Context: an optimization exercise on an open-source flow, tuned for small area, a short achievable clock period and few clock cycles per item. The choices shown serve that exercise and are no tape-out recipe.
RTL that was checked went through simulation tests only; none was proved equivalent to the original.
Function not checked in runs 1 and 2: the RTL went through the layout flow alone.

==> design.v <==
module fp8_decode (
    input  wire [7:0] x,
    input  wire       e5,       
    input  wire       kill,
    output wire [3:0] mant,
    output wire [4:0] sh,
    output wire       is_zero,
    output wire       is_inf,
    output wire       is_nan
);
    wire n4   = |x[6:3];
    wire nan4 = &x[6:0];            
    wire n5   = |x[6:2];
    wire top5 = &x[6:2];            
    assign is_nan  = e5 ? (top5 & |x[1:0]) : nan4;
    assign is_inf  = e5 & top5 & ~|x[1:0];
    assign is_zero = ~|x[6:0];
    assign mant    = (kill | (e5 ? top5 : nan4)) ? 4'd0
                   : (e5 ? {n5, x[1:0], 1'b0} : {n4, x[2:0]});
    assign sh      = e5 ? {x[6:3], x[2] | ~n5}
                        : {x[6], ~x[6], x[5:4], x[3] | ~n4};
endmodule
module fp8_mul_lane (
    input  wire [7:0]  a,
    input  wire        a_e5,
    input  wire [7:0]  b,
    input  wire        b_e5,
    input  wire        kill,
    output wire [64:0] row,
    output wire        neg,
    output wire        nan,
    output wire        pinf,
    output wire        ninf
);
    wire       za, zb, ia, ib, na, nb;
    wire [3:0] ma, mb;
    wire [4:0] sha, shb;
    fp8_decode dec_a (.x(a), .e5(a_e5), .kill(kill), .mant(ma), .sh(sha),
                      .is_zero(za), .is_inf(ia), .is_nan(na));
    fp8_decode dec_b (.x(b), .e5(b_e5), .kill(kill), .mant(mb), .sh(shb),
                      .is_zero(zb), .is_inf(ib), .is_nan(nb));
    assign neg = a[7] ^ b[7];
    wire [7:0] pm  = ma * mb;
    wire [5:0] psh = sha + shb;     
    wire [14:0] f0 = {{7{neg}}, pm ^ {8{neg}}};
    wire [14:0] f1 = psh[0] ? {f0[13:0], neg} : f0;
    wire [14:0] f2 = psh[1] ? {f1[12:0], {2{neg}}} : f1;
    wire [14:0] f3 = psh[2] ? {f2[10:0], {4{neg}}} : f2;
    wire [7:0]  dh;
    wire [71:0] full;
    genvar k, j;
    generate
        for (k = 0; k < 8; k = k + 1) begin : dec
            assign dh[k] = (psh[5:3] == k);
        end
        for (k = 0; k < 9; k = k + 1) begin : byt
            wire dk  = (k < 8) ? dh[k] : 1'b0;
            wire dk1 = (k > 0) ? dh[k-1] : 1'b0;
            wire nk  = neg & ~(dk | dk1);
            for (j = 0; j < 8; j = j + 1) begin : bt
                if (j < 7)
                    assign full[8*k+j] = (dk & f3[j]) | (dk1 & f3[j+8]) | nk;
                else
                    assign full[8*k+j] = (dk & f3[j]) | (neg & ~dk);
            end
        end
    endgenerate
    assign row = {~neg, full[67:4]};
    wire   nn  = na | nb | (ia & zb) | (ib & za);
    assign nan  = nn & ~kill;
    assign pinf = ~nn & (ia | ib) & ~neg & ~kill;
    assign ninf = ~nn & (ia | ib) & neg & ~kill;
endmodule
module acc_convert (
    input  wire        clk,
    input  wire        rst,
    input  wire        in_v,
    input  wire [88:0] acc,
    input  wire        f_nan,
    input  wire        f_pinf,
    input  wire        f_ninf,
    input  wire [2:0]  fmt,      
    input  wire [1:0]  mode,     
    input  wire        sat,
    input  wire [31:0] rword,
    output reg         out_v,
    output reg  [31:0] res
);
    wire        s = acc[88];
    wire [87:0] G = acc[87:0] ^ {88{s}};
    wire [127:0] gp = {40'd0, G};
    wire [63:0]  v1;  wire [63:0]  p1;
    wire [31:0]  v2;  wire [63:0]  p2;
    wire [15:0]  v3;  wire [47:0]  p3;
    wire [7:0]   v4;  wire [31:0]  p4;
    wire [3:0]   v5;  wire [19:0]  p5;
    wire [1:0]   v6;  wire [11:0]  p6;
    genvar i;
    generate
        for (i = 0; i < 64; i = i + 1) begin : l1
            assign v1[i] = gp[2*i+1] | gp[2*i];
            assign p1[i] = gp[2*i+1];
        end
        for (i = 0; i < 32; i = i + 1) begin : l2
            assign v2[i] = v1[2*i+1] | v1[2*i];
            assign p2[2*i +: 2] = v1[2*i+1] ? {1'b1, p1[2*i+1]} : {1'b0, p1[2*i]};
        end
        for (i = 0; i < 16; i = i + 1) begin : l3
            assign v3[i] = v2[2*i+1] | v2[2*i];
            assign p3[3*i +: 3] = v2[2*i+1] ? {1'b1, p2[2*(2*i+1) +: 2]} : {1'b0, p2[2*(2*i) +: 2]};
        end
        for (i = 0; i < 8; i = i + 1) begin : l4
            assign v4[i] = v3[2*i+1] | v3[2*i];
            assign p4[4*i +: 4] = v3[2*i+1] ? {1'b1, p3[3*(2*i+1) +: 3]} : {1'b0, p3[3*(2*i) +: 3]};
        end
        for (i = 0; i < 4; i = i + 1) begin : l5
            assign v5[i] = v4[2*i+1] | v4[2*i];
            assign p5[5*i +: 5] = v4[2*i+1] ? {1'b1, p4[4*(2*i+1) +: 4]} : {1'b0, p4[4*(2*i) +: 4]};
        end
        for (i = 0; i < 2; i = i + 1) begin : l6
            assign v6[i] = v5[2*i+1] | v5[2*i];
            assign p6[6*i +: 6] = v5[2*i+1] ? {1'b1, p5[5*(2*i+1) +: 5]} : {1'b0, p5[5*(2*i) +: 5]};
        end
    endgenerate
    wire [6:0] L  = v6[1] ? {1'b1, p6[11:6]} : {1'b0, p6[5:0]};
    wire       gz = ~(v6[1] | v6[0]);
    reg [6:0] tz;
    integer q;
    always @* begin
        tz = 7'd0;
        for (q = 87; q >= 0; q = q - 1)
            if (acc[q]) tz = q;
    end
    reg [6:0] EM;
    reg [4:0] SA;
    reg [7:0] EB;
    always @* begin
        case (fmt)
            3'd1:    begin EM = 7'd0;  SA = 5'd16; EB = 8'd94;  end
            3'd2:    begin EM = 7'd18; SA = 5'd13; EB = -8'd18; end
            3'd3:    begin EM = 7'd26; SA = 5'd20; EB = -8'd26; end
            3'd4:    begin EM = 7'd18; SA = 5'd21; EB = -8'd18; end
            default: begin EM = 7'd0;  SA = 5'd0;  EB = 8'd94;  end
        endcase
    end
    wire       lbig = L > EM;
    wire [6:0] sa   = lbig ? (L + {2'd0, SA}) : (EM + {2'd0, SA});
    wire [7:0] eb   = lbig ? ({1'b0, L} + EB) : ({1'b0, EM} + EB);    
    wire sticky = ({1'b0, tz} + 8'd55) < {1'b0, sa};
    wire [31:0] srs;
    wire        srco;
    bk_add #(.N(32)) sradd (.a(G[31:0]), .b(rword), .cin(s), .y(srs), .cout(srco));
    wire [32:0] cv   = {srco, srs ^ G[31:0] ^ rword};    
    wire [63:0] cvt  = {8'd0, cv[32:1], 24'd0};           
    wire        inc_lo = cvt[sa[5:0]];
    wire        use_lo = (mode == 2'd2) & (sa >= 7'd24) & (sa <= 7'd55);
    wire [142:0] X  = {G, {55{s}}};
    wire [120:0] x6 = sa[6] ? {42'd0, X[142:64]} : X[120:0];
    wire [88:0]  x5 = sa[5] ? x6[120:32] : x6[88:0];
    wire [71:0]  x4 = sa[4] ? x5[87:16] : x5[71:0];
    reg        a_v, a_s, a_zero, a_nan, a_inf, a_ineg, a_ovinf, a_sticky;
    reg        a_inclo, a_uselo, a_rne, a_sr;
    reg [71:0] a_x;
    reg [3:0]  a_sh;
    reg [7:0]  a_eb;
    reg [31:0] a_rword;
    reg [2:0]  a_fmt;
    always @(posedge clk) begin
        a_v      <= in_v & ~rst;
        a_s      <= s;
        a_zero   <= ~s & gz;
        a_nan    <= f_nan | (f_pinf & f_ninf);
        a_inf    <= f_pinf | f_ninf;
        a_ineg   <= f_ninf;
        a_ovinf  <= ~sat & (mode != 2'd1);
        a_sticky <= sticky;
        a_inclo  <= inc_lo;
        a_uselo  <= use_lo;
        a_rne    <= (mode == 2'd0);
        a_sr     <= (mode == 2'd2);
        a_x      <= x4;
        a_sh     <= sa[3:0];
        a_eb     <= eb;
        a_rword  <= rword;
        a_fmt    <= fmt;
    end
    wire [71:0] x3 = a_sh[3] ? {8'd0, a_x[71:8]} : a_x;
    wire [71:0] x2 = a_sh[2] ? {4'd0, x3[71:4]} : x3;
    wire [71:0] x1 = a_sh[1] ? {2'd0, x2[71:2]} : x2;
    wire [56:0] W  = a_sh[0] ? x1[57:1] : x1[56:0];
    wire [24:0] m_raw = W[56:32];
    wire [31:0] cut   = W[31:0];
    wire cin = a_s & ~a_sticky;
    wire [31:0] radd = a_rne ? ((a_sticky | m_raw[0]) ? 32'h8000_0000 : 32'h7FFF_FFFF)
                     : a_sr  ? a_rword : 32'd0;
    wire inc_hi;
    bk_add #(.N(32)) rnd (.a(cut), .b(radd), .cin(cin), .y(), .cout(inc_hi));
    wire inc = a_uselo ? a_inclo : inc_hi;
    wire [24:0] m_one = m_raw + 25'd1;
    reg  [1:0]  h0, h1;
    always @* begin
        case (a_fmt)
            3'd1:    begin h0 = {1'b0, m_raw[7]};  h1 = m_one[8:7];   end
            3'd2:    begin h0 = {1'b0, m_raw[10]}; h1 = m_one[11:10]; end
            3'd3:    begin h0 = {1'b0, m_raw[3]};  h1 = m_one[4:3];   end
            3'd4:    begin h0 = {1'b0, m_raw[2]};  h1 = m_one[3:2];   end
            default: begin h0 = {1'b0, m_raw[23]}; h1 = m_one[24:23]; end
        endcase
    end
    wire [7:0]  e0 = a_eb + {6'd0, h0};
    wire [7:0]  e1 = a_eb + {6'd0, h1};
    wire        is16 = (a_fmt == 3'd2), is43 = (a_fmt == 3'd3), is52 = (a_fmt == 3'd4);
    wire over0 = ((is16 | is52) & (e0 >= 8'd31)) |
                 (is43 & ((e0 > 8'd15) | ((e0 == 8'd15) & (&m_raw[2:0]))));
    wire over1 = ((is16 | is52) & (e1 >= 8'd31)) |
                 (is43 & ((e1 > 8'd15) | ((e1 == 8'd15) & (&m_one[2:0]))));
    wire [7:0]  ee   = inc ? e1 : e0;
    wire [24:0] mm   = inc ? m_one : m_raw;
    wire        over = inc ? over1 : over0;
    reg [31:0] SGN, NANC, INFC, MAXC, body;
    reg        HAS_INF;
    always @* begin
        SGN = 32'h8000_0000; NANC = 32'h7FC0_0000; INFC = 32'h7F80_0000;
        MAXC = 32'h7F7F_FFFF; HAS_INF = 1'b1;
        body = {1'b0, ee, mm[22:0]};
        case (a_fmt)
            3'd1: begin
                SGN = 32'h8000; NANC = 32'h7FC0; INFC = 32'h7F80; MAXC = 32'h7F7F;
                body = {17'd0, ee, mm[6:0]};
            end
            3'd2: begin
                SGN = 32'h8000; NANC = 32'h7E00; INFC = 32'h7C00; MAXC = 32'h7BFF;
                body = {17'd0, ee[4:0], mm[9:0]};
            end
            3'd3: begin
                SGN = 32'h80; NANC = 32'h7F; INFC = 32'h7E; MAXC = 32'h7E; HAS_INF = 1'b0;
                body = {25'd0, ee[3:0], mm[2:0]};
            end
            3'd4: begin
                SGN = 32'h80; NANC = 32'h7E; INFC = 32'h7C; MAXC = 32'h7B;
                body = {25'd0, ee[4:0], mm[1:0]};
            end
            default: ;
        endcase
    end
    reg [31:0] r;
    always @* begin
        if (a_nan)
            r = NANC;
        else if (a_inf)
            r = (a_ineg ? SGN : 32'd0) | (HAS_INF ? INFC : MAXC);
        else if (a_zero)
            r = 32'd0;
        else if (over)
            r = (a_s ? SGN : 32'd0) | ((HAS_INF && a_ovinf) ? INFC : MAXC);
        else
            r = (a_s ? SGN : 32'd0) | body;
    end
    always @(posedge clk) begin
        out_v <= a_v & ~rst;
        res   <= r;
    end
endmodule
module fp8_dot_exact #(
    parameter LANES = 8
) (
    input  wire                 clk,
    input  wire                 rst,
    input  wire                 in_valid,
    output wire                 in_ready,
    input  wire                 in_last,
    input  wire                 a_e5,
    input  wire                 b_e5,
    input  wire [8*LANES-1:0]   a,
    input  wire [8*LANES-1:0]   b,
    input  wire [2:0]           out_fmt,
    input  wire [1:0]           rnd_mode,
    input  wire                 sat,
    input  wire [31:0]          rword,
    output wire                 out_valid,
    output wire [31:0]          out_data
);
    assign in_ready = 1'b1;
    reg                r0_v, r0_last, r0_ae5, r0_be5;
    reg [8*LANES-1:0]  r0_a, r0_b;
    reg [2:0]          r0_fmt;
    reg [1:0]          r0_mode;
    reg                r0_sat;
    reg [31:0]         r0_rword;
    always @(posedge clk) begin
        r0_v     <= in_valid & ~rst;
        r0_last  <= in_last;
        r0_ae5   <= a_e5;
        r0_be5   <= b_e5;
        r0_a     <= a;
        r0_b     <= b;
        r0_fmt   <= out_fmt;
        r0_mode  <= rnd_mode;
        r0_sat   <= sat;
        r0_rword <= rword;
    end
    wire [65*LANES-1:0] rows;
    wire [LANES-1:0]    l_neg, l_nan, l_pinf, l_ninf;
    genvar g;
    generate
        for (g = 0; g < LANES; g = g + 1) begin : lane
            fp8_mul_lane mul (
                .a(r0_a[8*g +: 8]), .a_e5(r0_ae5),
                .b(r0_b[8*g +: 8]), .b_e5(r0_be5),
                .kill(~r0_v),
                .row(rows[65*g +: 65]), .neg(l_neg[g]),
                .nan(l_nan[g]), .pinf(l_pinf[g]), .ninf(l_ninf[g])
            );
        end
    endgenerate
    reg [3:0] nneg;
    integer k;
    always @* begin
        nneg = 4'd0;
        for (k = 0; k < LANES; k = k + 1)
            nneg = nneg + {3'd0, l_neg[k]};
    end
    wire [67:0] x0 = {3'd0, rows[  0 +: 65]};
    wire [67:0] x1 = {3'd0, rows[ 65 +: 65]};
    wire [67:0] x2 = {3'd0, rows[130 +: 65]};
    wire [67:0] x3 = {3'd0, rows[195 +: 65]};
    wire [67:0] x4 = {3'd0, rows[260 +: 65]};
    wire [67:0] x5 = {3'd0, rows[325 +: 65]};
    wire [67:0] x6 = {3'd0, rows[390 +: 65]};
    wire [67:0] x7 = {3'd0, rows[455 +: 65]};
    wire [67:0] x8 = {64'd0, nneg};
    wire [67:0] s0 = x0 ^ x1 ^ x2;
    wire [67:0] c0 = {((x0 & x1) | (x0 & x2) | (x1 & x2)), 1'b0};
    wire [67:0] s1 = x3 ^ x4 ^ x5;
    wire [67:0] c1 = {((x3 & x4) | (x3 & x5) | (x4 & x5)), 1'b0};
    wire [67:0] s2 = x6 ^ x7 ^ x8;
    wire [67:0] c2 = {((x6 & x7) | (x6 & x8) | (x7 & x8)), 1'b0};
    wire [67:0] s3 = s0 ^ c0 ^ s1;
    wire [67:0] c3 = {((s0 & c0) | (s0 & s1) | (c0 & s1)), 1'b0};
    wire [67:0] s4 = c1 ^ s2 ^ c2;
    wire [67:0] c4 = {((c1 & s2) | (c1 & c2) | (s2 & c2)), 1'b0};
    wire [67:0] s5 = s3 ^ c3 ^ s4;
    wire [67:0] c5 = {((s3 & c3) | (s3 & s4) | (c3 & s4)), 1'b0};
    wire [67:0] s6 = s5 ^ c5 ^ c4;
    wire [67:0] c6 = {((s5 & c5) | (s5 & c4) | (c5 & c4)), 1'b0};
    reg        r1_v, r1_last;
    reg [67:0] r1_s, r1_c;
    reg        r1_nan, r1_pinf, r1_ninf;
    reg [2:0]  r1_fmt;
    reg [1:0]  r1_mode;
    reg        r1_sat;
    reg [31:0] r1_rword;
    always @(posedge clk) begin
        r1_v     <= r0_v & ~rst;
        r1_last  <= r0_last;
        r1_s     <= s6;
        r1_c     <= c6;
        r1_nan   <= |l_nan;
        r1_pinf  <= |l_pinf;
        r1_ninf  <= |l_ninf;
        r1_fmt   <= r0_fmt;
        r1_mode  <= r0_mode;
        r1_sat   <= r0_sat;
        r1_rword <= r0_rword;
    end
    reg        fresh;
    reg [88:0] acc;
    reg        f_nan, f_pinf, f_ninf;
    wire [88:0] acc_in = fresh ? 89'd0 : acc;
    wire [88:0] ys = {21'd0, r1_s};
    wire [88:0] yc = {21'd0, r1_c};
    wire [88:0] t1s = acc_in ^ ys ^ yc;
    wire [88:0] t1c = {((acc_in & ys) | (acc_in & yc) | (ys & yc)), 1'b0};
    wire [88:0] kk  = {22'h3FFFFF, 67'd0};
    wire [88:0] t2s = t1s ^ t1c ^ kk;
    wire [88:0] t2c = {((t1s & t1c) | (t1s & kk) | (t1c & kk)), 1'b0};
    wire [88:0] acc_next;
    bk_add #(.N(89)) add (.a(t2s), .b(t2c), .cin(1'b0), .y(acc_next), .cout());
    reg        fin_v;
    reg [2:0]  fin_fmt;
    reg [1:0]  fin_mode;
    reg        fin_sat;
    reg [31:0] fin_rword;
    always @(posedge clk) begin
        if (rst) begin
            fresh <= 1'b1;
        end else if (r1_v) begin
            fresh <= r1_last;
        end
        acc    <= acc_next;
        f_nan  <= (~fresh & f_nan)  | r1_nan;
        f_pinf <= (~fresh & f_pinf) | r1_pinf;
        f_ninf <= (~fresh & f_ninf) | r1_ninf;
        fin_v     <= r1_v & r1_last & ~rst;
        fin_fmt   <= r1_fmt;
        fin_mode  <= r1_mode;
        fin_sat   <= r1_sat;
        fin_rword <= r1_rword;
    end
    acc_convert conv (
        .clk(clk), .rst(rst),
        .in_v(fin_v), .acc(acc), .f_nan(f_nan), .f_pinf(f_pinf), .f_ninf(f_ninf),
        .fmt(fin_fmt), .mode(fin_mode), .sat(fin_sat), .rword(fin_rword),
        .out_v(out_valid), .res(out_data)
    );
endmodule
module bk_add #(
    parameter N = 89
) (
    input  wire [N-1:0] a,
    input  wire [N-1:0] b,
    input  wire         cin,
    output wire [N-1:0] y,
    output wire         cout
);
    reg [N-1:0] p, G, P;
    integer i, d;
    always @* begin
        p = a ^ b;
        G = a & b;
        P = p;
        G[0] = G[0] | (P[0] & cin);
        for (d = 1; d < N; d = d * 2)
            for (i = 2*d - 1; i < N; i = i + 2*d) begin
                G[i] = G[i] | (P[i] & G[i-d]);
                P[i] = P[i] & P[i-d];
            end
        for (d = 64; d >= 1; d = d / 2)
            for (i = 3*d - 1; i < N; i = i + 2*d) begin
                G[i] = G[i] | (P[i] & G[i-d]);
                P[i] = P[i] & P[i-d];
            end
    end
    assign y    = p ^ {G[N-2:0], cin};
    assign cout = G[N-1];
endmodule
==> run.sh <==
#!/bin/bash
# synth_recipe.tcl (not shown) runs the flow's synth.tcl, then flattens the netlist and writes it again
# the make line also repeats each setting of config.mk as NAME=value (left out here)
make -C /OpenROAD-flow-scripts/flow DESIGN_CONFIG=/design/flow/config.mk WORK_HOME=/design/flow/orfs CLKGATE_MAP_FILE= SYNTH_SCRIPT=/design/flow/synth_recipe.tcl finish
==> config.mk <==
export PLATFORM = sky130hd
export DESIGN_NAME = fp8_dot_exact
export DESIGN_NICKNAME = fp8_dot_exact
export VERILOG_FILES = /design/flow/design.v
export SDC_FILE = /design/flow/constraint.sdc
export NUM_CORES = 4
export LEC_CHECK = 0
export CAP_MARGIN = 20
export CORE_MARGIN = 2
export CORE_UTILIZATION = 40
export SLEW_MARGIN = 20
==> constraint.sdc <==
create_clock -name core_clock -period 25.0 [get_ports {clk}]
set_input_delay 5.0000 -clock core_clock [delete_from_list [all_inputs] [get_ports {clk}]]
set_output_delay 5.0000 -clock core_clock [all_outputs]
set_load 0.01 [all_outputs]
==> results of run 1 <==
==> worst max path at each step <==
stage / endpoint / slack, ns / cells past startpoint
floorplan: r1_s[55] / 17.96 / 26
global placement: r1_s[10] / 17.06 / 24
detailed placement: r1_s[52] / 17.03 / 26
CTS: r1_s[59] / 17.00 / 25
global route: r1_s[53] / 16.30 / 25
finish: r1_s[10] / 16.88 / 24
==> state kept, by name (all words and copies together) (netlist names), 64 cells and up <==
register / cells
r0_b: 64
r0_a: 64
conv.a_x: 72
acc: 89
r1_s: 67
r1_c: 66
==> cell type report <==
class,count,area [um2]
Antenna cell,4,10.0
Clock buffer,94,2130
Clock inverter,49,706
Fill cell,15300,86200
Inverter,747,2810
Multi-Input combinational cell,5428,46000
Sequential cell,642,12900
Tap cell,2058,2570
Timing Repair Buffer,323,2930
==> worst reg2reg max path, cell delays in order, from the launching register on <==
cell and delay (ns):
dfxtp_4 0.57, buf_4 0.56, nand2_1 0.21, a21oi_1 0.15
o21ai_0 0.19, or2_2 0.36, fa_1 0.45, fa_1 0.54
inv_1 0.05, ha_1 0.27, a21o_1 0.18, a21oi_1 0.22
o21bai_1 0.09, a21oi_1 0.18, xnor2_1 0.17, o21ai_0 0.16
nand2_1 0.09, o21ai_0 0.15, o21ai_1 0.94, a221oi_1 0.32
fa_1 0.56, fa_1 0.45, fa_1 0.61, inv_1 0.08
fa_1 0.44
==> metal layers <==
| layer | share of wire | wire [um] | vias to the layer above |
|---|---|---|---|
| li1 | - | - | 25400 |
| met1 | 0.39 | 98700 | 26900 |
| met2 | 0.45 | 114000 | 2554 |
| met3 | 0.067 | 16800 | 728 |
| met4 | 0.088 | 22200 | 0 |
| met5 | 0 | 0 | - |
==> cells in the final DEF, fill, tap and decap left out, types with 286 or more instances in the layout <==
| master | instances |
|---|---|
| a221oi_1 | 286 |
| inv_1 | 727 |
| nor2_1 | 520 |
| xnor2_1 | 359 |
| dfxtp_1 | 635 |
| fa_1 | 561 |
| o21ai_0 | 319 |
| a21oi_1 | 512 |
| ha_1 | 450 |
| nand2_1 | 526 |
==> metrics by stage <==
step	cell area (um2)	utilization	setup WS [ns]
3_5_place_dp	67100	0.429	17.03
2_1_floorplan	63000	-	17.96
3_3_place_gp	67000	0.429	17.06
6_report	70000	0.448	16.88
5_1_grt	70000	0.448	16.30
4_1_cts	69900	0.448	17.00
==> logic make-up after synthesis <==
group | after synthesis | share of synthesized area
adder cells (fa/ha/maj) | 1012 | 0.268
buffers and inverters | 1114 | 0.0687
multiplexers | 351 | 0.0697
flip-flops | 642 | 0.204
AND/OR/NAND/NOR | 1743 | 0.128
AO/OA/AOI/OAI | 1870 | 0.198
other | 1 | 0.0000596
XOR/XNOR | 451 | 0.0627
==> results.cfg, run 1 <==
[clock_network]
clockBufferDepth = 3
cts_hold_buf = 0
cts_root_buf = clkbuf_16
cts_inserted_buffers = 79
cts_setup_buffers = 0
cts.repair.resized = 0
clk_latency_ns = 0.74
cts_tree = yes
cts-htree-levels = 3
clk_transition_reported_paths_ns = 0.06
cts_sinks = 642

[drt]
drt_iter0_markers = 5338
dr.pass1.iters = 8
vias_per_cell = 5.95
route.antenna.remaining_nets = 0
route.vias.total = 55600
routedWlPerCell_um = 27.0
wirelength_mm = 252
drc_errors = 0

[timing]
max_freq_ghz = 0.123
finalHoldViolCount = 0
fin_skew_ns = 0.0710
holdWs_ns = 0.324
slew_headroom = 0.187
rsz0062_at_grt = no
final.setup.tns_ns = 0
fin_crit_sh = 0.325
period_needed_ns = 8.12
slew_violations = 0
worstMarginPinSlew_ns = 1.22
setup_viol = 0

[global_routing]
grt_use_total = 0.307
grt_pass1_vias = 54400
antenna_found_initial = 5
gr-usage-met3 = 0.0527
grt_pass1_wl_mm = 367
grt_use_met1 = 0.369
grt_max_degree = 71
grt.busiest_layer = met2
met2_usage = 0.495
grt.overflow.total = 0

[setup_path]
crit_buf_inv = 3
reg2regPathDepth = 24
cp_slowest_cell = o21ai_1
cp-startpoint = r0_be5
critical_path.max_stage_delay_ns = 0.94
worstReg2RegEnd = r1_s[10]
crit_chain = buf_4, nand2_1, a21oi_1, o21ai_0, or2_2, fa_1, fa_1, inv_1, ha_1, a21o_1, a21oi_1, o21bai_1, a21oi_1, xnor2_1, o21ai_0, nand2_1, o21ai_0, o21ai_1, a221oi_1, fa_1, fa_1, fa_1, inv_1, fa_1
cp.arrival_ns = 8.69
crit_family = adder cells
path_max_fanout = 57
critPathCaptureType = flip-flop
reg2reg_from = r0_be5
crit_required_ns = 25.58
startpoint_type = flip-flop
worstSetupPathType = reg2reg
critical_path.most_common_cell = fa_1
reg2reg_slack_ns = 16.88

[floorplanning]
fp.coreArea_um2 = 156000
rows = 145
start_util = 0.403
io_pins = 206
die_x_um = 401
dieArea_um2 = 161000
die_h_um = 401

[yosys]
ys_seq_area_frac = 0.204
yosysWarnings = 4
synth_edf_count = 0
synth-seq-cells = 642
synthTopCellsByArea = dfxtp_1, fa_1, ha_1
synth_area_um2 = 63000
synth.avg_cell_area_um2 = 8.77
synthCells = 7184
synth.distinct_cells = 102
async_flop_share = 0
syn_nets = 8367
synth_area_leader_cell = dfxtp_1
synth_ff_type = dfxtp_1
synth_most_common_cell = inv_1
synth_common_cells = inv_1, dfxtp_1, fa_1, nor2_1, nand2_1
synth.top_cell.area_share = 0.204

[hold_path]
whs_path_depth = 0
hp-class = reg2reg
hold_end = r1_rword[20]
min_from = r0_rword[20]

[placed_design]
place_congestion = 1.10
post-dp-hpwl_mm = 204
port_buffers = 204
placed_cells_incl_taps = 9194

[final_layout]
finalNonFillerCells = 9345
areaGrowthSynthToFinish_pct = 11.2
drive_above_1_share = 0.0722
nets = 8404

[status]
status = no timing/DRC/antenna violations

[run]
maxCapViolations = 0
==> inputs of run 2 (changes only) <==
--- a/config.mk
+++ b/config.mk
@@ -7,5 +7,5 @@
 export LEC_CHECK = 0
-export CAP_MARGIN = 20
+export CAP_MARGIN = 50
 export CORE_MARGIN = 2
 export CORE_UTILIZATION = 40
-export SLEW_MARGIN = 20
+export SLEW_MARGIN = 60
==> run 2 against run 1 <==
Via count is essentially flat. Worst hold slack worse by 0.0044 ns. Global-route usage up 0.086 points. Clock skew is 0.010 ns lower. Design area grew 2.5%. First-iteration DRC count shrank 2.2%. Critical endpoint is now r1_s[55].
==> results.cfg, run 2 <==
[floorplanning]
rows = 145
dieArea_um2 = 161000
die_x_um = 401
die_h_um = 401
io_pins = 206
fp.coreArea_um2 = 156000
start_util = 0.403

[setup_path]
crit_required_ns = 25.58
critical_path.most_common_cell = fa_1
worstReg2RegEnd = r1_s[55]
reg2regPathDepth = 25
cp_slowest_cell = fa_1
critical_path.max_stage_delay_ns = 0.62
path_max_fanout = 14
reg2reg_from = r0_v
reg2reg_slack_ns = 17.14
startpoint_type = flip-flop
worstSetupPathType = reg2reg
critPathCaptureType = flip-flop
cp.arrival_ns = 8.44

[drt]
routedWlPerCell_um = 26.9
route.antenna.remaining_nets = 0
drt_iter0_markers = 5219
drc_errors = 0
vias_per_cell = 5.94
route.vias.total = 55600
dr.pass1.iters = 7
wirelength_mm = 252

[placed_design]
place_congestion = 1.10
port_buffers = 204
dpl_worst_slack_ns = 17.16
post-dp-hpwl_mm = 205

[final_layout]
areaGrowthSynthToFinish_pct = 14.0
largest-register = acc
final_common_cell = inv_1
nets = 8426
mostFrequentLayoutCells = inv_1, dfxtp_1, fa_1
largest_reg_flops = 89
drive_above_1_share = 0.109
nFillCells = 15100
top_regs = acc x89, conv.a_x x72, r1_s x67

[timing]
slew_violations = 0
fin_crit_sh = 0.315
fin_skew_ns = 0.0607
period_needed_ns = 7.86
slew_headroom = 0.560
finalHoldViolCount = 0
setup_viol = 0
fin_ws_ns = 17.14
worstMarginPinSlew_ns = 0.657
final.setup.tns_ns = 0
rsz0062_at_grt = no
max_freq_ghz = 0.127

[clock_network]
cts_inserted_buffers = 80
cts_root_buf = clkbuf_16
clk_transition_reported_paths_ns = 0.06
cts_hold_buf = 0
cts_setup_buffers = 0
cts_tree = yes
clockBufferDepth = 3
cts_sinks = 642
clk_latency_ns = 0.74
cts.repair.resized = 0
cts-htree-levels = 3

[status]
status = no timing/DRC/antenna violations

[yosys]
async_flop_share = 0
synth.avg_cell_area_um2 = 8.77
synthTopCellsByArea = dfxtp_1, fa_1, ha_1
synth_area_leader_cell = dfxtp_1
synth.top_cell.area_share = 0.204
yosysWarnings = 4
synthCells = 7184
synth_common_cells = inv_1, dfxtp_1, fa_1, nor2_1, nand2_1
synth_edf_count = 0
synth_area_um2 = 63000
synth.distinct_cells = 102
synth_ff_type = dfxtp_1
synth-seq-cells = 642
synth_most_common_cell = inv_1
ys_seq_area_frac = 0.204
syn_nets = 8367

[global_routing]
grt_max_degree = 71
grt_pass1_wl_mm = 368
grt_pass1_vias = 54700
antenna_found_initial = 6
grt_use_total = 0.308
grt.overflow.total = 0

[hold_path]
hp-class = reg2reg
hold_end = fin_rword[5]
min_from = r1_rword[5]
whs_path_depth = 0

[run]
maxCapViolations = 0
[run 2: cell counts after synthesis]
No cell type changed its count.
[run 2: area by class of cell]
cell class,instances,area (um2),area share
Clock inverter,43,628,0.00875
Tap cell,2058,2570,0.0359
Timing Repair Buffer,344,3140,0.0437
Inverter,747,2830,0.0394
Multi-Input combinational cell,5428,47500,0.662
Sequential cell,642,12900,0.180
Antenna cell,2,5.00,0.0000697
Clock buffer,105,2200,0.0306
[run 2: how the worst max path moves through the flow]
stage | startpoint | end | slack (ns) | cells past startpoint
floorplan | r0_ae5 | r1_s[55] | 17.96 | 26
detailed placement | r0_v | r1_s[55] | 17.16 | 25
finish | r0_v | r1_s[55] | 17.14 | 25
CTS | r0_v | r1_s[55] | 17.14 | 25
global route | r0_ae5 | r1_s[56] | 16.66 | 26
global placement | r0_be5 | r1_s[10] | 17.06 | 24
[run 2: through the flow]
stage          instances   util  hold WS, ns  area [um2]
2_1_floorplan       7184      -        0.310       63000
3_3_place_gp        9190  0.429        0.313       67000
3_5_place_dp        9214  0.439        0.312       68600
4_1_cts             9362  0.457        0.318       71400
5_1_grt             9367  0.459        0.325       71800
6_report            9369  0.459        0.320       71800
[run 2: logic make-up after synthesis]
| group | after synthesis | synth area share |
|---|---|---|
| other | 1 | 0.0000596 |
| xor gates and xnor gates | 451 | 0.0627 |
| muxes | 351 | 0.0697 |
| buffers and inverters | 1114 | 0.0687 |
| AOI/OAI and AO/OA | 1870 | 0.198 |
| and+or+nand+nor | 1743 | 0.128 |
| adders and majority gates | 1012 | 0.268 |
| DFF | 642 | 0.204 |
[run 2: worst max-delay path: cells and delay by family (launching register included)]
family	cells	cell delay [ns]
adder cells (fa/ha/maj)	7	3.35
AO/OA/AOI/OAI	7	1.67
AND/OR/NAND/NOR	4	0.84
buffers and inverters	5	0.82
flip-flops	1	0.51
multiplexers	1	0.35
XOR/XNOR	1	0.19
[run 2: layer usage]
layer,track usage,part of all wire,vias up,routed length (um)
li1,-,-,25500,-
met1,0.371,0.39,27000,99200
met2,0.504,0.46,2416,115000
met3,0.0478,0.063,711,16000
met4,0.214,0.086,0,21800
met5,0,0,-,0
==> inputs of run 3 (changes only) <==
--- a/design.v
+++ b/design.v
@@ -22,16 +22,17 @@
 endmodule
-module fp8_mul_lane (
-    input  wire [7:0]  a,
-    input  wire        a_e5,
-    input  wire [7:0]  b,
-    input  wire        b_e5,
-    input  wire        kill,
-    output wire [64:0] row,
-    output wire        neg,
-    output wire        nan,
-    output wire        pinf,
-    output wire        ninf
+module fp8_lane_dec (
+    input  wire [7:0] a,
+    input  wire       a_e5,
+    input  wire [7:0] b,
+    input  wire       b_e5,
+    input  wire       kill,
+    output wire [3:0] ma,
+    output wire [3:0] mb,
+    output wire [5:0] psh,
+    output wire       neg,
+    output wire       nan,
+    output wire       pinf,
+    output wire       ninf
 );
     wire       za, zb, ia, ib, na, nb;
-    wire [3:0] ma, mb;
     wire [4:0] sha, shb;
@@ -41,5 +42,17 @@
                       .is_zero(zb), .is_inf(ib), .is_nan(nb));
-    assign neg = a[7] ^ b[7];
-    wire [7:0] pm  = ma * mb;
-    wire [5:0] psh = sha + shb;     
+    assign neg  = a[7] ^ b[7];
+    assign psh  = sha + shb;
+    wire   nn   = na | nb | (ia & zb) | (ib & za);
+    assign nan  = nn & ~kill;
+    assign pinf = ~nn & (ia | ib) & ~neg & ~kill;
+    assign ninf = ~nn & (ia | ib) & neg & ~kill;
+endmodule
+module fp8_mul_lane (
+    input  wire [3:0]  ma,
+    input  wire [3:0]  mb,
+    input  wire [5:0]  psh,      
+    input  wire        neg,
+    output wire [64:0] row
+);
+    wire [7:0] pm = ma * mb;
     wire [14:0] f0 = {{7{neg}}, pm ^ {8{neg}}};
@@ -68,6 +81,2 @@
     assign row = {~neg, full[67:4]};
-    wire   nn  = na | nb | (ia & zb) | (ib & za);
-    assign nan  = nn & ~kill;
-    assign pinf = ~nn & (ia | ib) & ~neg & ~kill;
-    assign ninf = ~nn & (ia | ib) & neg & ~kill;
 endmodule
@@ -89,4 +98,4 @@
     wire        s = acc[88];
-    wire [87:0] G = acc[87:0] ^ {88{s}};
-    wire [127:0] gp = {40'd0, G};
+    wire [87:0] D = acc[87:0] ^ acc[88:1];
+    wire [127:0] gp = {40'd0, D};
     wire [63:0]  v1;  wire [63:0]  p1;
@@ -149,17 +158,6 @@
     wire sticky = ({1'b0, tz} + 8'd55) < {1'b0, sa};
-    wire [31:0] srs;
-    wire        srco;
-    bk_add #(.N(32)) sradd (.a(G[31:0]), .b(rword), .cin(s), .y(srs), .cout(srco));
-    wire [32:0] cv   = {srco, srs ^ G[31:0] ^ rword};    
-    wire [63:0] cvt  = {8'd0, cv[32:1], 24'd0};           
-    wire        inc_lo = cvt[sa[5:0]];
-    wire        use_lo = (mode == 2'd2) & (sa >= 7'd24) & (sa <= 7'd55);
-    wire [142:0] X  = {G, {55{s}}};
-    wire [120:0] x6 = sa[6] ? {42'd0, X[142:64]} : X[120:0];
-    wire [88:0]  x5 = sa[5] ? x6[120:32] : x6[88:0];
-    wire [71:0]  x4 = sa[4] ? x5[87:16] : x5[71:0];
     reg        a_v, a_s, a_zero, a_nan, a_inf, a_ineg, a_ovinf, a_sticky;
-    reg        a_inclo, a_uselo, a_rne, a_sr;
-    reg [71:0] a_x;
-    reg [3:0]  a_sh;
+    reg        a_rne, a_sr;
+    reg [87:0] a_f;
+    reg [6:0]  a_sa;
     reg [7:0]  a_eb;
@@ -176,8 +174,6 @@
         a_sticky <= sticky;
-        a_inclo  <= inc_lo;
-        a_uselo  <= use_lo;
         a_rne    <= (mode == 2'd0);
         a_sr     <= (mode == 2'd2);
-        a_x      <= x4;
-        a_sh     <= sa[3:0];
+        a_f      <= acc[87:0];
+        a_sa     <= sa;
         a_eb     <= eb;
@@ -186,8 +182,12 @@
     end
-    wire [71:0] x3 = a_sh[3] ? {8'd0, a_x[71:8]} : a_x;
-    wire [71:0] x2 = a_sh[2] ? {4'd0, x3[71:4]} : x3;
-    wire [71:0] x1 = a_sh[1] ? {2'd0, x2[71:2]} : x2;
-    wire [56:0] W  = a_sh[0] ? x1[57:1] : x1[56:0];
-    wire [24:0] m_raw = W[56:32];
-    wire [31:0] cut   = W[31:0];
+    wire [142:0] X  = {a_f, 55'd0};
+    wire [120:0] x6 = a_sa[6] ? {42'd0, X[142:64]} : X[120:0];
+    wire [88:0]  x5 = a_sa[5] ? x6[120:32] : x6[88:0];
+    wire [72:0]  x4 = a_sa[4] ? x5[88:16] : x5[72:0];
+    wire [64:0]  x3 = a_sa[3] ? x4[72:8] : x4[64:0];
+    wire [60:0]  x2 = a_sa[2] ? x3[64:4] : x3[60:0];
+    wire [58:0]  x1 = a_sa[1] ? x2[60:2] : x2[58:0];
+    wire [56:0]  W  = (a_sa[0] ? x1[57:1] : x1[56:0]) ^ {57{a_s}};
+    wire [24:0]  m_raw = W[56:32];
+    wire [31:0]  cut   = W[31:0];
     wire cin = a_s & ~a_sticky;
@@ -197,24 +197,41 @@
     bk_add #(.N(32)) rnd (.a(cut), .b(radd), .cin(cin), .y(), .cout(inc_hi));
-    wire inc = a_uselo ? a_inclo : inc_hi;
-    wire [24:0] m_one = m_raw + 25'd1;
-    reg  [1:0]  h0, h1;
+    wire [31:0] g32 = a_f[31:0] ^ {32{a_s}};
+    wire [31:0] srs;
+    wire        srco;
+    bk_add #(.N(32)) sradd (.a(g32), .b(a_rword), .cin(a_s), .y(srs), .cout(srco));
+    wire [32:0] cv     = {srco, srs ^ g32 ^ a_rword};       
+    wire [63:0] cvt    = {8'd0, cv[32:1], 24'd0};           
+    wire        use_lo = a_sr & (a_sa >= 7'd24) & (a_sa <= 7'd55);
+    wire        inc    = use_lo ? cvt[a_sa[5:0]] : inc_hi;
+    reg        b_v, b_s, b_zero, b_nan, b_inf, b_ineg, b_ovinf, b_inc;
+    reg [24:0] b_m;
+    reg [7:0]  b_eb;
+    reg [2:0]  b_fmt;
+    always @(posedge clk) begin
+        b_v     <= a_v & ~rst;
+        b_s     <= a_s;
+        b_zero  <= a_zero;
+        b_nan   <= a_nan;
+        b_inf   <= a_inf;
+        b_ineg  <= a_ineg;
+        b_ovinf <= a_ovinf;
+        b_inc   <= inc;
+        b_m     <= m_raw;
+        b_eb    <= a_eb;
+        b_fmt   <= a_fmt;
+    end
+    wire [24:0] mm = b_m + {24'd0, b_inc};
+    reg  [1:0]  hh;
     always @* begin
-        case (a_fmt)
-            3'd1:    begin h0 = {1'b0, m_raw[7]};  h1 = m_one[8:7];   end
-            3'd2:    begin h0 = {1'b0, m_raw[10]}; h1 = m_one[11:10]; end
-            3'd3:    begin h0 = {1'b0, m_raw[3]};  h1 = m_one[4:3];   end
-            3'd4:    begin h0 = {1'b0, m_raw[2]};  h1 = m_one[3:2];   end
-            default: begin h0 = {1'b0, m_raw[23]}; h1 = m_one[24:23]; end
+        case (b_fmt)
+            3'd1:    hh = mm[8:7];
+            3'd2:    hh = mm[11:10];
+            3'd3:    hh = mm[4:3];
+            3'd4:    hh = mm[3:2];
+            default: hh = mm[24:23];
         endcase
     end
-    wire [7:0]  e0 = a_eb + {6'd0, h0};
-    wire [7:0]  e1 = a_eb + {6'd0, h1};
-    wire        is16 = (a_fmt == 3'd2), is43 = (a_fmt == 3'd3), is52 = (a_fmt == 3'd4);
-    wire over0 = ((is16 | is52) & (e0 >= 8'd31)) |
-                 (is43 & ((e0 > 8'd15) | ((e0 == 8'd15) & (&m_raw[2:0]))));
-    wire over1 = ((is16 | is52) & (e1 >= 8'd31)) |
-                 (is43 & ((e1 > 8'd15) | ((e1 == 8'd15) & (&m_one[2:0]))));
-    wire [7:0]  ee   = inc ? e1 : e0;
-    wire [24:0] mm   = inc ? m_one : m_raw;
-    wire        over = inc ? over1 : over0;
+    wire [7:0] ee = b_eb + {6'd0, hh};
+    wire over = (((b_fmt == 3'd2) | (b_fmt == 3'd4)) & (ee >= 8'd31)) |
+                ((b_fmt == 3'd3) & ((ee > 8'd15) | ((ee == 8'd15) & (&mm[2:0]))));
     reg [31:0] SGN, NANC, INFC, MAXC, body;
@@ -225,3 +242,3 @@
         body = {1'b0, ee, mm[22:0]};
-        case (a_fmt)
+        case (b_fmt)
             3'd1: begin
@@ -247,15 +264,15 @@
     always @* begin
-        if (a_nan)
+        if (b_nan)
             r = NANC;
-        else if (a_inf)
-            r = (a_ineg ? SGN : 32'd0) | (HAS_INF ? INFC : MAXC);
-        else if (a_zero)
+        else if (b_inf)
+            r = (b_ineg ? SGN : 32'd0) | (HAS_INF ? INFC : MAXC);
+        else if (b_zero)
             r = 32'd0;
         else if (over)
-            r = (a_s ? SGN : 32'd0) | ((HAS_INF && a_ovinf) ? INFC : MAXC);
+            r = (b_s ? SGN : 32'd0) | ((HAS_INF && b_ovinf) ? INFC : MAXC);
         else
-            r = (a_s ? SGN : 32'd0) | body;
+            r = (b_s ? SGN : 32'd0) | body;
     end
     always @(posedge clk) begin
-        out_v <= a_v & ~rst;
+        out_v <= b_v & ~rst;
         res   <= r;
@@ -283,4 +300,21 @@
     assign in_ready = 1'b1;
-    reg                r0_v, r0_last, r0_ae5, r0_be5;
-    reg [8*LANES-1:0]  r0_a, r0_b;
+    wire [4*LANES-1:0] d_ma, d_mb;
+    wire [6*LANES-1:0] d_psh;
+    wire [LANES-1:0]   d_neg, d_nan, d_pinf, d_ninf;
+    genvar g;
+    generate
+        for (g = 0; g < LANES; g = g + 1) begin : ldec
+            fp8_lane_dec dec (
+                .a(a[8*g +: 8]), .a_e5(a_e5), .b(b[8*g +: 8]), .b_e5(b_e5),
+                .kill(~in_valid),
+                .ma(d_ma[4*g +: 4]), .mb(d_mb[4*g +: 4]), .psh(d_psh[6*g +: 6]),
+                .neg(d_neg[g]), .nan(d_nan[g]), .pinf(d_pinf[g]), .ninf(d_ninf[g])
+            );
+        end
+    endgenerate
+    reg                r0_v, r0_last;
+    reg [4*LANES-1:0]  r0_ma, r0_mb;
+    reg [6*LANES-1:0]  r0_psh;
+    reg [LANES-1:0]    r0_neg;
+    reg                r0_nan, r0_pinf, r0_ninf;
     reg [2:0]          r0_fmt;
@@ -292,6 +326,9 @@
         r0_last  <= in_last;
-        r0_ae5   <= a_e5;
-        r0_be5   <= b_e5;
-        r0_a     <= a;
-        r0_b     <= b;
+        r0_ma    <= d_ma;
+        r0_mb    <= d_mb;
+        r0_psh   <= d_psh;
+        r0_neg   <= d_neg;
+        r0_nan   <= |d_nan;
+        r0_pinf  <= |d_pinf;
+        r0_ninf  <= |d_ninf;
         r0_fmt   <= out_fmt;
@@ -302,4 +339,3 @@
     wire [65*LANES-1:0] rows;
-    wire [LANES-1:0]    l_neg, l_nan, l_pinf, l_ninf;
-    genvar g;
+    wire [LANES-1:0]    l_neg = r0_neg;
     generate
@@ -307,7 +343,4 @@
             fp8_mul_lane mul (
-                .a(r0_a[8*g +: 8]), .a_e5(r0_ae5),
-                .b(r0_b[8*g +: 8]), .b_e5(r0_be5),
-                .kill(~r0_v),
-                .row(rows[65*g +: 65]), .neg(l_neg[g]),
-                .nan(l_nan[g]), .pinf(l_pinf[g]), .ninf(l_ninf[g])
+                .ma(r0_ma[4*g +: 4]), .mb(r0_mb[4*g +: 4]), .psh(r0_psh[6*g +: 6]),
+                .neg(r0_neg[g]), .row(rows[65*g +: 65])
             );
@@ -357,5 +390,5 @@
         r1_c     <= c6;
-        r1_nan   <= |l_nan;
-        r1_pinf  <= |l_pinf;
-        r1_ninf  <= |l_ninf;
+        r1_nan   <= r0_nan;
+        r1_pinf  <= r0_pinf;
+        r1_ninf  <= r0_ninf;
         r1_fmt   <= r0_fmt;
--- a/config.mk
+++ b/config.mk
@@ -7,5 +7,6 @@
 export LEC_CHECK = 0
-export CAP_MARGIN = 50
+export CAP_MARGIN = 20
 export CORE_MARGIN = 2
-export CORE_UTILIZATION = 40
-export SLEW_MARGIN = 60
+export CORE_UTILIZATION = 65
+export PLACE_DENSITY = 0.75
+export SLEW_MARGIN = 20
==> run 3 against run 2 <==
Still clean. First-iteration DRC count rose by 20%. Design area is 4.1% lower. Non-clock buffer count decreased by 78. Setup slack improved by 0.56 ns. Critical path depth decreased by 1. Count of clock-buffer cells in the layout is 10 lower. Global-route usage is 14 points higher. Cell count decreased by 7.7%.
==> results.cfg, run 3 <==
[status]
status = no timing/DRC/antenna violations

[yosys]
synth.avg_cell_area_um2 = 8.67
synth_most_common_cell = inv_1
synthMuxAreaShare = 0.0742
synth_common_cells = inv_1, dfxtp_1, o21ai_0, fa_1, a21oi_1
async_flop_share = 0
synth-seq-cells = 696
synth_top_family_by_area = adder cells
yosysWarnings = 4
synthAdderAreaFrac = 0.266
synth_compound_area_frac = 0.182
yosys.area_share.xor_xnor = 0.0595
synth_area_um2 = 63400
synth.distinct_cells = 90
synthCells = 7315
ys_seq_area_frac = 0.220
synth_ff_type = dfxtp_1
synth_edf_count = 0
synthTopCellsByArea = dfxtp_1, fa_1, ha_1
synthSimpleGateAreaFrac = 0.131
syn_nets = 8499
synth.top_cell.area_share = 0.220
synth_area_leader_cell = dfxtp_1

[setup_path]
worstSetupPathType = reg2reg
path_max_fanout = 52
reg2reg_from = conv.a_sa[5]
cp.arrival_ns = 7.78
crit_required_ns = 25.48
critPathCaptureType = flip-flop
reg2regPathDepth = 24
worstReg2RegEnd = conv.b_inc
reg2reg_slack_ns = 17.70
startpoint_type = flip-flop

[final_layout]
nets = 8490
largest_reg_flops = 89
mostFrequentLayoutCells = inv_1, dfxtp_1, o21ai_0
final_common_cell = inv_1
top_regs = acc x89, conv.a_f x88, r1_s x67
nFillCells = 7208
drive_above_1_share = 0.0492
areaGrowthSynthToFinish_pct = 8.52
largest-register = acc

[drt]
drc_errors = 0
route.antenna.remaining_nets = 0
routedWlPerCell_um = 26.3
vias_per_cell = 6.50
wirelength_mm = 228
route.vias.total = 56200
drt_iter0_markers = 6247
dr.pass1.iters = 9

[global_routing]
grt.overflow.total = 0
grt_use_total = 0.452
grt_max_degree = 75
grt_pass1_wl_mm = 336
grt_pass1_vias = 55500
antenna_found_initial = 9

[timing]
finalHoldViolCount = 0
fin_ws_ns = 17.70
slew_violations = 0
max_freq_ghz = 0.137
holdWs_ns = 0.311
worstMarginPinSlew_ns = 1.33
fin_skew_ns = 0.0534
final.setup.tns_ns = 0
slew_headroom = 0.101
fin_crit_sh = 0.292
rsz0062_at_grt = no
period_needed_ns = 7.30
setup_viol = 0

[hold_path]
whs_path_depth = 0
hold_end = fin_rword[11]
min_from = r1_rword[11]
hp-class = reg2reg

[floorplanning]
fp.coreArea_um2 = 96700
start_util = 0.656
dieArea_um2 = 100000
rows = 114
die_x_um = 316
die_h_um = 316
io_pins = 206

[clock_network]
cts_inserted_buffers = 75
cts_root_buf = clkbuf_16
cts.repair.resized = 0
clk_latency_ns = 0.69
cts_tree = yes
cts_setup_buffers = 0
cts_sinks = 696
clockBufferDepth = 3
cts_hold_buf = 0
cts-htree-levels = 3
clk_transition_reported_paths_ns = 0.06

[placed_design]
post-dp-hpwl_mm = 175
port_buffers = 204
place_congestion = 1.11
dpl_worst_slack_ns = 17.43

[run]
maxCapViolations = 0
[run 3: cell count changes in the layout (fill, tap and decap cells not counted), moves of 63 or more]
cell / change
a21oi_1: +74
and2_1: +113
o21ai_0: +281
mux2i_1: +141
nor2_1: -63
dfxtp_1: +98
a221oi_1: -226
[run 3: kinds of logic after synthesis]
group,Yosys count
adders and majority gates,1012
buffers and inverters,1117
xor gates and xnor gates,431
and+or+nand+nor,1730
other,1
DFF,696
AOI/OAI and AO/OA,1879
muxes,449
[run 3: final cells by class]
class / count / area (um2) / area share
Tap cell: 1276 / 1600 / 0.0232
Timing Repair Buffer: 266 / 2500 / 0.0363
Clock inverter: 41 / 524 / 0.00762
Multi-Input combinational cell: 5502 / 45300 / 0.658
Sequential cell: 696 / 13900 / 0.203
Clock buffer: 95 / 2080 / 0.0303
Inverter: 765 / 2870 / 0.0417
Antenna cell: 6 / 15.0 / 0.000218
[run 3: stage by stage]
| step | cell area, um2 | utilization | instances |
|---|---|---|---|
| 3_5_place_dp | 66200 | 0.684 | 8503 |
| 5_1_grt | 68800 | 0.711 | 8642 |
| 4_1_cts | 68800 | 0.711 | 8639 |
| 3_3_place_gp | 66100 | 0.684 | 8502 |
| 6_report | 68800 | 0.711 | 8647 |
| 2_1_floorplan | 63400 | - | 7315 |
[run 3: critical path: stages, from the launching register on]
cell and delay, ns:
dfxtp_2 0.34, buf_4 0.54, inv_1 0.65, o21ai_0 0.48, mux2i_1 0.16, mux2i_1 0.29
mux2i_1 0.16, mux2i_1 0.24, mux2i_1 0.13, xnor2_1 0.51, nor3b_2 0.09, buf_4 0.26
a21o_1 0.23, ha_1 0.28, and3b_1 0.16, o21a_1 0.16, o21a_1 0.17, o21a_1 0.17
o21ai_0 0.30, a21oi_1 0.16, o21ai_0 0.21, a211oi_1 0.12, a2111oi_0 0.71, o31a_1 0.25
o21ai_0 0.24
[run 3: metal layers]
layer | track usage | part of all wire | routed length, um | up-vias
met2 | 0.709 | 0.44 | 99900 | 3503
met3 | 0.123 | 0.099 | 22400 | 1133
met5 | 0 | 0 | 0 | -
met1 | 0.485 | 0.34 | 76600 | 26400
li1 | - | - | - | 25100
met4 | 0.458 | 0.13 | 28700 | 0
[run 3: how the worst max path moves through the flow]
stage	startpoint	end	slack [ns]
CTS	r0_mb[9]	r1_s[7]	17.98
finish	conv.a_sa[5]	conv.b_inc	17.70
global placement	a_e5	r0_psh[11]	17.48
global route	conv.a_sa[5]	conv.b_inc	17.62
detailed placement	a_e5	r0_psh[29]	17.43
floorplan	a_e5	r0_psh[11]	17.48
Testbench counts of run 3, summed over its fixed seeds: cycles 36,788, beats 36,740.
==> inputs of run 4 (changes only) <==
--- a/config.mk
+++ b/config.mk
@@ -9,4 +9,3 @@
 export CORE_MARGIN = 2
-export CORE_UTILIZATION = 65
-export PLACE_DENSITY = 0.75
+export CORE_UTILIZATION = 40
 export SLEW_MARGIN = 20
==> run 4 against run 3 <==
Count of clock-buffer cells in the layout grew 1. Setup slack improved by 0.23 ns. Utilization decreased by 27 points. Worst hold slack better by 0.0097 ns. Non-clock buffer count fell by 1. Register-to-register slack better by 0.23 ns. First-iteration DRC count down 25%. Critical endpoint is now r1_s[4]. Highest routed layer is now met5.
==> results.cfg, run 4 <==
[timing]
worstMarginPinSlew_ns = 1.17
fin_crit_sh = 0.283
fin_skew_ns = 0.0563
slew_headroom = 0.198
final.setup.tns_ns = 0
rsz0062_at_grt = no
setup_viol = 0
period_needed_ns = 7.07
max_freq_ghz = 0.141
finalHoldViolCount = 0
slew_violations = 0

[clock_network]
cts_setup_buffers = 0
cts_inserted_buffers = 79
cts_hold_buf = 0
cts-htree-levels = 3
cts_sinks = 696
cts_tree = yes
clk_transition_reported_paths_ns = 0.06
cts.repair.resized = 0
clockBufferDepth = 3
clk_latency_ns = 0.72
cts_root_buf = clkbuf_16

[setup_path]
critical_path.max_stage_delay_ns = 0.92
reg2reg_slack_ns = 17.93
cp_slowest_cell = fa_1
cp.arrival_ns = 7.65
path_max_fanout = 5
critPathCaptureType = flip-flop
worstSetupPathType = reg2reg
startpoint_type = flip-flop
crit_chain = nand2_1, fa_1, fa_1, inv_1, ha_1, a21o_1, a21oi_1, o21bai_1, a21oi_1, xnor2_1, mux2_2, mux2i_1, mux2_2, o21ai_0, o21ai_0, fa_1, fa_1, fa_1, inv_1, fa_1
critical_path.most_common_cell = fa_1
reg2reg_from = r0_ma[4]
worstReg2RegEnd = r1_s[4]
reg2regPathDepth = 20
crit_required_ns = 25.58

[yosys]
synthCells = 7315
ys_seq_area_frac = 0.220
synth_edf_count = 0
syn_nets = 8499
synth_ff_type = dfxtp_1
async_flop_share = 0
synthTopCellsByArea = dfxtp_1, fa_1, ha_1
synth.top_cell.area_share = 0.220
synth_area_leader_cell = dfxtp_1
synth.distinct_cells = 90
synth-seq-cells = 696
synth_most_common_cell = inv_1
yosysWarnings = 4
synth_area_um2 = 63400
synth.avg_cell_area_um2 = 8.67
synth_common_cells = inv_1, dfxtp_1, o21ai_0, fa_1, a21oi_1

[final_layout]
mostFrequentLayoutCells = inv_1, dfxtp_1, o21ai_0
num_antenna_cells = 0
fin_util = 0.444
drive_above_1_share = 0.0503
largest_reg_flops = 89
final_common_cell = inv_1
nets = 8493
largest-register = acc
areaGrowthSynthToFinish_pct = 10.6
top_regs = acc x89, conv.a_f x88, r1_s x67

[placed_design]
place_congestion = 1.14
post-dp-hpwl_mm = 179
port_buffers = 204

[floorplanning]
start_util = 0.402
dieArea_um2 = 162000
fp.coreArea_um2 = 158000
rows = 146
die_h_um = 402
io_pins = 206
die_x_um = 402

[drt]
route.antenna.remaining_nets = 0
vias_per_cell = 5.66
route.vias.total = 53500
routedWlPerCell_um = 23.3
wirelength_mm = 220
drc_errors = 0
dr.pass1.iters = 6
drt_iter0_markers = 4691

[global_routing]
grt_max_degree = 73
grt_pass1_wl_mm = 327
gr-usage-met3 = 0.0481
met2_usage = 0.429
grt_use_met1 = 0.315
antenna_found_initial = 5
grt.overflow.total = 0
grt_pass1_vias = 52900
grt_use_total = 0.267
grt.busiest_layer = met2

[hold_path]
hp-class = reg2reg
whs_path_depth = 0
hold_end = r1_rword[4]
min_from = r0_rword[4]

[status]
status = no timing/DRC/antenna violations

[run]
maxCapViolations = 0
## run 4: layout make-up
cell class | count | area [um2]
Tap cell | 2072 | 2590
Inverter | 765 | 2870
Clock buffer | 96 | 2160
Clock inverter | 49 | 795
Fill cell | 15600 | 87700
Timing Repair Buffer | 265 | 2490
Multi-Input combinational cell | 5502 | 45200
Sequential cell | 696 | 13900
## run 4: worst max path at each step
stage | start | to | cells after the start
final | r0_ma[4] | r1_s[4] | 20
after global routing | r0_ma[4] | r1_s[4] | 20
after floorplan | a_e5 | r0_psh[11] | 12
after global placement | a_e5 | r0_psh[23] | 10
after CTS | r0_ma[8] | r1_s[7] | 21
after detailed placement | a_e5 | r0_psh[47] | 10
## run 4: metrics by stage
stage | setup slack [ns] | instances | hold slack, ns | cell area, um2
5_1_grt | 17.74 | 9445 | 0.327 | 70100
2_1_floorplan | 17.48 | 7315 | 0.310 | 63400
3_5_place_dp | 17.47 | 9300 | 0.312 | 67200
3_3_place_gp | 17.48 | 9300 | 0.312 | 67200
6_report | 17.93 | 9445 | 0.321 | 70100
4_1_cts | 18.07 | 9445 | 0.324 | 70100
## run 4: logic make-up after synthesis
logic type	share of synthesized area
compound gates	0.182
xor+xnor	0.0595
fa+ha+maj	0.266
buf+inv	0.0667
flops	0.220
mux	0.0742
other cells	0.0000591
simple gates	0.131
## run 4: worst max-delay path, delay by kind of cell, from the launching register on
family / cells / cell delay (ns)
buffers and inverters: 2 / 0.11
multiplexers: 3 / 0.71
AND/OR/NAND/NOR: 1 / 0.10
XOR/XNOR: 1 / 0.18
adder cells (fa/ha/maj): 7 / 3.72
AO/OA/AOI/OAI: 6 / 1.75
flip-flops: 1 / 0.40
## run 4: per-layer routing
layer  wire length (um)  up-vias
met3              15000      662
li1                   -    25100
met1              86100    25400
met4              20600        4
met5                 24        -
met2              98800     2337
==> inputs of run 5 (changes only) <==
--- a/design.v
+++ b/design.v
@@ -56,3 +56,11 @@
 );
-    wire [7:0] pm = ma * mb;
+    wire [7:0] q0 = {4'd0, ma & {4{mb[0]}}};
+    wire [7:0] q1 = {3'd0, ma & {4{mb[1]}}, 1'd0};
+    wire [7:0] q2 = {2'd0, ma & {4{mb[2]}}, 2'd0};
+    wire [7:0] q3 = {1'd0, ma & {4{mb[3]}}, 3'd0};
+    wire [7:0] u1 = q0 ^ q1 ^ q2;
+    wire [7:0] v1 = {((q0 & q1) | (q0 & q2) | (q1 & q2)), 1'b0};
+    wire [7:0] u2 = u1 ^ v1 ^ q3;
+    wire [7:0] v2 = {((u1 & v1) | (u1 & q3) | (v1 & q3)), 1'b0};
+    wire [7:0] pm = u2 + v2;
     wire [14:0] f0 = {{7{neg}}, pm ^ {8{neg}}};
@@ -197,10 +205,10 @@
     bk_add #(.N(32)) rnd (.a(cut), .b(radd), .cin(cin), .y(), .cout(inc_hi));
-    wire [31:0] g32 = a_f[31:0] ^ {32{a_s}};
-    wire [31:0] srs;
-    wire        srco;
-    bk_add #(.N(32)) sradd (.a(g32), .b(a_rword), .cin(a_s), .y(srs), .cout(srco));
-    wire [32:0] cv     = {srco, srs ^ g32 ^ a_rword};       
-    wire [63:0] cvt    = {8'd0, cv[32:1], 24'd0};           
+    wire [4:0]  ct     = a_sa[4:0] - 5'd24;                 
+    wire [31:0] cmask  = ~(32'hFFFF_FFFE << ct);           
+    wire [31:0] g32    = a_f[31:0] ^ {32{a_s}};
+    wire        inc_lo;
+    bk_add #(.N(32)) sradd (.a(g32 | ~cmask), .b(a_rword & cmask), .cin(a_s),
+                            .y(), .cout(inc_lo));
     wire        use_lo = a_sr & (a_sa >= 7'd24) & (a_sa <= 7'd55);
-    wire        inc    = use_lo ? cvt[a_sa[5:0]] : inc_hi;
+    wire        inc    = use_lo ? inc_lo : inc_hi;
     reg        b_v, b_s, b_zero, b_nan, b_inf, b_ineg, b_ovinf, b_inc;
--- a/config.mk
+++ b/config.mk
@@ -9,3 +9,4 @@
 export CORE_MARGIN = 2
-export CORE_UTILIZATION = 40
+export CORE_UTILIZATION = 65
+export PLACE_DENSITY = 0.75
 export SLEW_MARGIN = 20
==> run 5 against run 4 <==
Flip-flop and latch count stayed put. Register-to-register slack is essentially flat. Count of clock-buffer cells in the layout down 5. Utilization increased by 27 points. Via count grew 5.4%. Critical path depth fell by 1. Cell count fell by 9.7%. Design area fell by 3.8%. Maximum frequency barely moved. Critical path type unchanged. Largest cell class unchanged. Highest routed layer unchanged.
==> results.cfg, run 5 <==
[timing]
rsz0062_at_grt = no
max_freq_ghz = 0.141
period_needed_ns = 7.08
worstMarginPinSlew_ns = 1.18
finalHoldViolCount = 0
final.setup.tns_ns = 0
fin_skew_ns = 0.0485
slew_violations = 0
setup_viol = 0
fin_ws_ns = 17.92
slew_headroom = 0.187
fin_crit_sh = 0.283

[yosys]
synth_top_family_by_area = adder cells
yosysWarnings = 4
async_flop_share = 0
synth_compound_area_frac = 0.188
synth.distinct_cells = 98
synth.top_cell.area_share = 0.224
synth_ff_type = dfxtp_1
synthAdderAreaFrac = 0.264
synthTopCellsByArea = dfxtp_1, fa_1, ha_1
syn_nets = 8395
synth_common_cells = inv_1, dfxtp_1, o21ai_0, fa_1, a21oi_1
synth_most_common_cell = inv_1
synth_area_um2 = 62200
ys_seq_area_frac = 0.224
yosys.area_share.xor_xnor = 0.0469
synth-seq-cells = 696
synthCells = 7247
synthMuxAreaShare = 0.0662
synth.avg_cell_area_um2 = 8.58
synth_edf_count = 0
synthSimpleGateAreaFrac = 0.143
synth_area_leader_cell = dfxtp_1

[final_layout]
nets = 8345
top_regs = acc x89, conv.a_f x88, r1_s x67
nFillCells = 7083
areaGrowthSynthToFinish_pct = 8.43
largest_reg_flops = 89
largest-register = acc
final_common_cell = inv_1
drive_above_1_share = 0.0422
finalNonFillerCells = 8530
mostFrequentLayoutCells = inv_1, dfxtp_1, o21ai_0

[clock_network]
cts.repair.resized = 0
cts_inserted_buffers = 73
cts-htree-levels = 3
cts_hold_buf = 0
clockBufferDepth = 3
cts_sinks = 696
cts_tree = yes
cts_root_buf = clkbuf_16
clk_transition_reported_paths_ns = 0.08
cts_setup_buffers = 0
clk_latency_ns = 0.70

[setup_path]
cp.arrival_ns = 7.64
crit_family = adder cells
crit_buf_inv = 2
critical_path.most_common_cell = fa_1
startpoint_type = flip-flop
reg2reg_slack_ns = 17.92
critical_path.max_stage_delay_ns = 0.77
crit_chain = nand2_1, fa_1, fa_1, inv_1, ha_1, fa_1, a21o_1, a21oi_1, xnor2_1, a211oi_1, a21oi_1, o21ai_0, o21ai_0, o21ai_0, fa_1, fa_1, fa_1, inv_1, fa_1
path_max_fanout = 5
cp_slowest_cell = fa_1
worstSetupPathType = reg2reg
crit_required_ns = 25.57
critPathCaptureType = flip-flop

[global_routing]
grt_max_degree = 79
antenna_found_initial = 13
grt.overflow.total = 0
grt_pass1_vias = 55200
grt_pass1_wl_mm = 338
grt_use_total = 0.462

[drt]
drt_iter0_markers = 7157
route.antenna.remaining_nets = 0
dr.pass1.iters = 10
vias_per_cell = 6.61
wirelength_mm = 229
drc_errors = 0
routedWlPerCell_um = 26.9
route.vias.total = 56400

[status]
status = no timing/DRC/antenna violations

[floorplanning]
die_h_um = 313
dieArea_um2 = 98200
fp.coreArea_um2 = 94900
io_pins = 206
start_util = 0.656
rows = 113
die_x_um = 313

[placed_design]
port_buffers = 204
dpl_worst_slack_ns = 17.43
placed_cells_incl_taps = 8387
place_congestion = 1.16
post-dp-hpwl_mm = 173

[hold_path]
hp-class = reg2reg

[run]
maxCapViolations = 0
-- run 5: changes by cell type after synthesis, moves of 36 or more --
cell / delta
clkbuf_1: +56
xnor2_1: -78
nand2_1: +36
mux2_2: -41
ha_1: -36
nor2_1: +52
inv_1: -40
-- run 5: final timing paths --
path,cells after the start,start,end
hold reg to reg,0,fin_rword[30],conv.a_rword[30]
hold / removal,0,fin_rword[30],conv.a_rword[30]
setup reg to reg,19,r0_mb[10],r1_s[5]
setup / recovery,19,r0_mb[10],r1_s[5]
-- run 5: worst reg2reg max path, stage by stage (launching register included) --
cell and delay (ns):
dfxtp_1 0.36, nand2_1 0.09, fa_1 0.50, fa_1 0.49
inv_1 0.04, ha_1 0.22, fa_1 0.46, a21o_1 0.17
a21oi_1 0.18, xnor2_1 0.14, a211oi_1 0.28, a21oi_1 0.09
o21ai_0 0.69, o21ai_0 0.43, o21ai_0 0.36, fa_1 0.77
fa_1 0.63, fa_1 0.53, inv_1 0.07, fa_1 0.45
-- run 5: layout make-up --
| class | instances | area (um2) | share of cell area |
|---|---|---|---|
| multi-input combinational | 5438 | 44100 | 0.654 |
| sequential | 696 | 14000 | 0.207 |
| inverter | 724 | 2720 | 0.0403 |
| timing repair buffer | 264 | 2490 | 0.0369 |
| clock buffer | 91 | 1980 | 0.0294 |
| tap | 1265 | 1580 | 0.0235 |
| clock inverter | 43 | 601 | 0.00890 |
| antenna | 9 | 22.5 | 0.000334 |
-- run 5: routing by layer --
metal  GRT usage  routed length (um)  vias to the layer above
met5     0.00290                  41                        -
met1       0.502               77800                    26600
met3       0.123               22300                     1197
met4       0.447               27900                        4
li1            -                   -                    24900
met2       0.728              101000                     3760
-- run 5: cells by family (layout without fill, tap and decap cells) --
group                    after synthesis  after routing
AND/OR/NAND/NOR                     1856           1856
flip-flops                           696            696
XOR/XNOR                             333            333
AO/OA/AOI/OAI                       1872           1872
multiplexers                         399            399
buffers and inverters               1113           1122
adder cells (fa/ha/maj)              977            977
other                                  1             10
-- run 5: through the flow --
stage,cell area (um2),hold WS (ns),utilization
floorplan,62200,0.310,-
global placement,64800,0.310,0.683
detailed placement,64800,0.312,0.683
CTS,67400,0.296,0.710
global route,67400,0.296,0.711
finish,67400,0.296,0.711
Testbench counts of run 5, summed over its fixed seeds: cycles 36,788, beats 36,740.

-- afterwards: timing with drivers on the ports --
How much do the figures lean on ideal ports? The routed layouts below were timed once more, with nothing changed but the port constraints. Step 1 assumes that a clkbuf_16 drives the clock port and a buf_2 every other input. Step 2 adds t to the input delays and takes it off the output delays; t is the mean of the earliest and latest rising clock arrival at the registers after step 1. Input paths then give back, and output paths get back, about the clock's delay inside the block. Three values: ideal, step 1, step 2; two values: the first two.
run	t (ns)	setup slack, ns	latest minus earliest clock arrival (ns)
run 1	0.785	16.883 / 16.883 / 16.883	0.071 / 0.072
run 2	0.790	17.137 / 17.137 / 17.137	0.064 / 0.064
run 3	0.746	17.700 / 17.700 / 17.382	0.054 / 0.053
run 4	0.792	17.927 / 17.927 / 17.421	0.061 / 0.060
run 5	0.753	17.923 / 17.923 / 17.397	0.050 / 0.050
After both steps setup and hold are still met in every run listed. For run 5, which loses most, drivers alone change the setup slack by 0.000 ns; drivers and shift together by -0.526 ns.
